From an optimization exercise on the open Yosys and OpenROAD flow, aimed at small area, a short achievable clock period and few clock cycles per item; shortcuts taken in it are not production practice.
In this exercise RTL edits were held to simulation tests only and were not proved equivalent to the original.

// ime_ks
module ime_ks (
  input  wire         clk,
  input  wire         rst,          
  input  wire         key_we,
  input  wire [2:0]   key_idx,
  input  wire [31:0]  key_wdata,
  input  wire         req_valid,
  output wire         req_ready,
  input  wire [15:0]  req_epoch,
  input  wire [2:0]   req_port,
  input  wire [28:0]  req_line,
  output wire         ks_valid,
  input  wire         ks_ready,
  output wire [1:0]   ks_blk,
  output wire [127:0] ks_data
);
Size: roughly 11000 cells after synthesis, roughly 220 I/O pins.
clock: 8.0 ns
lec_check: 0
cap_margin: 20
core_margin: 2
core_utilization: 40
slew_margin: 20
run.sh (not shown) runs the stock make flow with config.mk's settings and CLKGATE_MAP_FILE= SYNTH_SCRIPT=/design/flow/synth_recipe.tcl, a recipe that flattens the netlist after the stock synthesis.
Testbench counts at the start, summed over its fixed seeds: cycles 10,808, items 384.
Then changed:
- ABC_CLOCK_PERIOD_IN_PS: not set -> 3000
- SETUP_SLACK_MARGIN: not set -> 5
What happened: The new run passed the timing, design-rule and antenna checks. Setup slack gains 1.2 ns. Via count grows by 6.5%. Routed wire length grows by 6.8%. Clock skew shrinks by 0.052 ns. Final area grows by 16%. Count of clock-buffer cells in the layout grows by 26. Critical path depth shrinks by 8. Maximum frequency grows by 36%.

========
== run A ==
ime_ks again, from the RTL that the note above started with.
Settings: LEC_CHECK=0, ABC_AREA=1, ABC_CLOCK_PERIOD_IN_PS=3000, CAP_MARGIN=20, CORE_MARGIN=2, CORE_UTILIZATION=40, SETUP_SLACK_MARGIN=5, SLEW_MARGIN=20; clock period 8.0 ns.
Every stage of the flow completed for run A, and the final layout passed the timing, design-rule and antenna checks.
Testbench counts of run A, summed over its fixed seeds: cycles 10,808, items 384.
Relative to run A, the following input files were edited for run B:
- a deleted ABC_AREA that had been 1
- a change of CORE_UTILIZATION from 40 to 60
--- outcome ---
Going from run A to run B, fraction of synthesized cell area in xor and xnor cells +14 points, global routing met3 resource utilization +4.6 points, area of all placed cells without fillers -2200 sq um, total wire length -17%.
Run B: no failed stages, no open violations at the end
Run A: no failed stages, no open violations at the end
The setup slack of run B exceeds that of run A by 0.035 ns.
Input-level comparison between run C and run B:
- SETUP_SLACK_MARGIN: 5 -> 4.5
- ABC_CLOCK_PERIOD_IN_PS: 3000 -> 3500
- CORE_UTILIZATION: 60 -> 40
## What came out
Comparing run C and run B, the higher final cell count was measured on run C. Per the comparison of run C with run B, period utilization higher, global-route usage lower, global-route track usage on met2 lower. Run C vs run B on worst setup slack: run C is the lower one.

========
== JK ==
ime_ks, a different RTL version from the one above (not shown whole).
Size: about 4200 flip-flops, ~220 I/O pins.
make LEC_CHECK=0 ABC_CLOCK_PERIOD_IN_PS=3400 CAP_MARGIN=20 CORE_MARGIN=2 CORE_UTILIZATION=40 SETUP_SLACK_MARGIN=4.6 SLEW_MARGIN=20 finish   # period 8.0 ns
JK: all stages done; final checks FAILED (antenna rules).
Testbench counts of JK, summed over its fixed seeds: cycles 3,232, items 384.
Here is what was changed in the inputs of MS compared with JK.
Settings: a change of CORE_UTILIZATION from 40 to 65.
The final report for MS shows a completed flow and a layout that fails verification, specifically antenna rules, slew limit.
Re clock sink total: no difference whatsoever between JK and MS.
MS: relative area change from synthesis to final layout is 2.5 points lower than what JK reported.
In the metrics for JK and MS, the one carrying the lower max-slew violation total from the final report is JK.
Per the comparison of MS with JK, fmax picked up an extra about 0.8%; global routing met3 resource utilization up 4.3 points; average wire per cell in the routed design shows an increase of 6.2%; layout net count fell by 95.
Of MS and JK, it is MS that has the lower setup slack at placement.

========
== yarrow ==
ime_ks, a different RTL version from the one above (not shown whole).
Size in the first run: ~26,000 cells after synthesis, ~270,000 sq um of cells after synthesis.
export LEC_CHECK = 0
export ABC_CLOCK_PERIOD_IN_PS = 3200
export CAP_MARGIN = 20
export CORE_MARGIN = 2
export CORE_UTILIZATION = 55
export CTS_CLUSTER_DIAMETER = 60
export CTS_CLUSTER_SIZE = 30
export SETUP_SLACK_MARGIN = 4.8
export SLEW_MARGIN = 45
create_clock -name core_clock -period 8.0 [get_ports {clk}]
standard.sh (not shown) runs the stock make flow with config.mk's settings and CLKGATE_MAP_FILE= SYNTH_SCRIPT=/design/flow/synth_recipe.tcl, a recipe that flattens the netlist after the stock synthesis.
==> flow/flow/run.sh <==
#!/bin/bash
# Own flow: the standard layout (standard.sh) with three changes:
#  - synthesis runs flow/my_synth.tcl: the standard synthesis script with
#    Yosys's default ABC mapping script in place of ORFS's speed script
#    (same flip-flops and register names);
#  - after global placement, flow/near_pins.tcl moves the registers that
#    drive output ports next to those ports (ORFS's PRE_RESIZE hook);
#  - the detailed router gets more antenna repair iterations.
set -euo pipefail
W=$(pwd)
export PRE_RESIZE_TCL=$W/flow/near_pins.tcl
sed -e "s#SYNTH_SCRIPT=[^ ]*#SYNTH_SCRIPT=$W/flow/my_synth.tcl MAX_REPAIR_ANTENNAS_ITER_DRT=15#" standard.sh > own.sh
grep -q "SYNTH_SCRIPT=$W/flow/my_synth.tcl" own.sh
bash own.sh > layout.log 2>&1
==> flow/flow/my_synth.tcl <==
# The standard synthesis (synth_recipe.tcl, which runs ORFS's synth.tcl), with
# one change: the technology mapping uses Yosys's default ABC script (area
# oriented, with the clock period as delay target) instead of ORFS's speed
# script. Everything else, flip-flop mapping and register names included, is
# the standard synthesis.
proc abc {args} {
  set out {}
  set skip 0
  foreach a $args {
    if {$skip} { set skip 0; continue }
    if {$a eq "-script"} { set skip 1; continue }
    lappend out $a
  }
  yosys abc {*}$out
}
source [file join [file dirname [file normalize [info script]]] .. synth_recipe.tcl]
==> flow/flow/near_pins.tcl <==
# PRE_RESIZE hook (after global placement, before the first repair_design):
# put each flip-flop whose output drives only an output port's buffer on the
# spot of that buffer, next to the pin; detailed placement later legalizes it.
# These registers' paths to the outputs have the least slack, and the global
# placer leaves them near the logic that feeds them instead.
set block [ord::get_db_block]
set moved 0
foreach inst [$block getInsts] {
  if {![[$inst getMaster] isSequential]} continue
  set q [$inst findITerm Q]
  if {$q eq "NULL" || $q eq ""} continue
  set net [$q getNet]
  if {$net eq "NULL" || $net eq ""} continue
  set iterms [$net getITerms]
  if {[llength $iterms] != 2} continue
  foreach it $iterms {
    set other [$it getInst]
    if {[$other getName] eq [$inst getName]} continue
    if {![string match output* [$other getName]]} continue
    lassign [$other getLocation] x y
    $inst setLocation $x $y
    incr moved
  }
}
puts "near_pins: moved $moved flip-flops next to their output buffers"
Testbench counts of yarrow, summed over its fixed seeds: cycles 3,232, items 384.
Setup changes, yarrow to tundra
diff --git a/flow/flow/run.sh b/flow/flow/run.sh
--- a/flow/flow/run.sh
+++ b/flow/flow/run.sh
@@ -2 +2 @@
-# Own flow: the standard layout (standard.sh) with three changes:
+# Own flow: the standard layout (standard.sh) with two changes:
@@ -6,2 +5,0 @@
-#  - after global placement, flow/near_pins.tcl moves the registers that
-#    drive output ports next to those ports (ORFS's PRE_RESIZE hook);
@@ -11 +8,0 @@
-export PRE_RESIZE_TCL=$W/flow/near_pins.tcl
diff --git a/flow/config.mk b/flow/config.mk
--- a/flow/config.mk
+++ b/flow/config.mk
@@ -8 +8 @@
-export ABC_CLOCK_PERIOD_IN_PS = 3200
+export ABC_CLOCK_PERIOD_IN_PS = 3400
@@ -12,3 +12 @@
-export CTS_CLUSTER_DIAMETER = 60
-export CTS_CLUSTER_SIZE = 30
-export SETUP_SLACK_MARGIN = 4.8
+export SETUP_SLACK_MARGIN = 4.6
removed: flow/flow/near_pins.tcl
--- outcome ---
- Between tundra and yarrow, the starting density of the core figures differ only marginally.
Modified inputs, ember compared to tundra
diff --git a/flow/flow/run.sh b/flow/flow/run.sh
--- a/flow/flow/run.sh
+++ b/flow/flow/run.sh
@@ -2 +2 @@
-# Own flow: the standard layout (standard.sh) with two changes:
+# Own flow: the standard layout (standard.sh) with three changes:
@@ -5,0 +6,2 @@
+#  - after global placement, flow/near_pins.tcl moves the registers that
+#    drive output ports next to those ports (ORFS's PRE_RESIZE hook);
@@ -8,0 +11 @@
+export PRE_RESIZE_TCL=$W/flow/near_pins.tcl
==> flow/flow/near_pins.tcl (new file) <==
# PRE_RESIZE hook (after global placement, before the first repair_design):
# put each flip-flop whose output drives only an output port's buffer on the
# spot of that buffer, next to the pin; detailed placement later legalizes it.
# These registers' paths to the outputs have the least slack, and the global
# placer leaves them near the logic that feeds them instead.
set block [ord::get_db_block]
set moved 0
foreach inst [$block getInsts] {
  if {![[$inst getMaster] isSequential]} continue
  set q [$inst findITerm Q]
  if {$q eq "NULL" || $q eq ""} continue
  set net [$q getNet]
  if {$net eq "NULL" || $net eq ""} continue
  set iterms [$net getITerms]
  if {[llength $iterms] != 2} continue
  foreach it $iterms {
    set other [$it getInst]
    if {[$other getName] eq [$inst getName]} continue
    if {![string match output* [$other getName]]} continue
    lassign [$other getLocation] x y
    $inst setLocation $x $y
    incr moved
  }
}
puts "near_pins: moved $moved flip-flops next to their output buffers"
diff --git a/flow/config.mk b/flow/config.mk
--- a/flow/config.mk
+++ b/flow/config.mk
@@ -8 +8 @@
-export ABC_CLOCK_PERIOD_IN_PS = 3400
+export ABC_CLOCK_PERIOD_IN_PS = 3200
@@ -11,2 +11,2 @@
-export CORE_UTILIZATION = 55
-export SETUP_SLACK_MARGIN = 4.6
+export CORE_UTILIZATION = 62
+export SETUP_SLACK_MARGIN = 4.8
==> run notes <==
Final antenna diode count in ember is 101 above tundra.
tundra → ember: cell area after synthesis ~0 delta; core utilization +10 points; total setup buffers inserted after CTS +169; final-layout worst hold slack +0.0093 ns.
## Diff of input files: willow against ember
diff --git a/flow/config.mk b/flow/config.mk
--- a/flow/config.mk
+++ b/flow/config.mk
@@ -8 +8 @@
-export ABC_CLOCK_PERIOD_IN_PS = 3200
+export ABC_CLOCK_PERIOD_IN_PS = 3300
@@ -11,2 +11,4 @@
-export CORE_UTILIZATION = 62
-export SETUP_SLACK_MARGIN = 4.8
+export CORE_UTILIZATION = 50
+export CTS_CLUSTER_DIAMETER = 80
+export CTS_CLUSTER_SIZE = 20
+export SETUP_SLACK_MARGIN = 4.7
==> run notes <==
willow | status: complete | timing, DRC, antenna: pass. When willow is measured against ember, its placer's final routability congestion estimate turns out about 4% lower. From ember to willow the numbers moved as follows: relative area change from synthesis to final layout lower, fraction of the mapped netlist area in adder cells roughly the same, minimum clock period higher, slack of the critical path lower. [compare] base=ember new=willow: met2 capacity usage during global routing fell 8.5 points, multiplexer share of the synthesized area level. Looking at post-detailed-placement half-perimeter wirelength, willow sits about 5% above ember.
[inputs] juniper vs willow
diff --git a/flow/config.mk b/flow/config.mk
--- a/flow/config.mk
+++ b/flow/config.mk
@@ -8 +8 @@
-export ABC_CLOCK_PERIOD_IN_PS = 3300
+export ABC_CLOCK_PERIOD_IN_PS = 3400
@@ -14 +14 @@
-export SETUP_SLACK_MARGIN = 4.7
+export SETUP_SLACK_MARGIN = 4.6
[summary]
- Fraction of synthesis flops using an asynchronous set or reset pin came out exactly the same in juniper and willow.
- Worst setup slack before clock tree synthesis in juniper vs willow: up 0.011 ns
- Delay contributed by the slowest stage of the critical path is lower on juniper

-- static timing again, ports no longer ideal --
The flow's constraints put no driver on any port. The routed layouts listed below were extracted and timed again, unchanged, in two steps. Step 1 assumes that a clkbuf_16 drives the clock port and a buf_2 every other input. Step 2 times the ports against the registers' clock, not the clock port: input delays grow and output delays shrink by t, the midpoint of the rising clock arrivals with the driver on. Slacks: ideal / step 1 / step 2; pairs: ideal / step 1.
| run | t, ns | setup slack, ns | worst data-port slew with drivers (ns) |
|---|---|---|---|
| the first run of note 1 | 1.000 | 3.678 / 3.678 / 2.793 | 0.28 |
| the second run of note 1 | 0.998 | 4.830 / 4.724 / 3.994 | 0.18 |
| run A | 1.044 | 4.708 / 4.708 / 3.877 | 0.16 |
| run B | 0.943 | 4.743 / 4.743 / 4.091 | 0.19 |
| run C | 0.987 | 4.421 / 4.442 / 3.467 | 0.23 |
| JK | 1.243 | 4.436 / 4.346 / 3.444 | 0.24 |
| MS | 1.236 | 4.465 / 4.465 / 3.522 | 0.26 |
| yarrow | 1.190 | 4.657 / 4.580 / 3.917 | 0.11 |
| tundra | 1.177 | 4.363 / 4.242 / 3.753 | 0.14 |
| ember | 1.153 | 4.688 / 4.602 / 3.918 | 0.13 |
| willow | 1.155 | 4.668 / 4.606 / 3.790 | 0.19 |
| juniper | 1.130 | 4.553 / 4.519 / 3.781 | 0.16 |
The setup slack of JK, which loses most, moves by -0.090 ns with the drivers and by -0.992 ns with both steps.
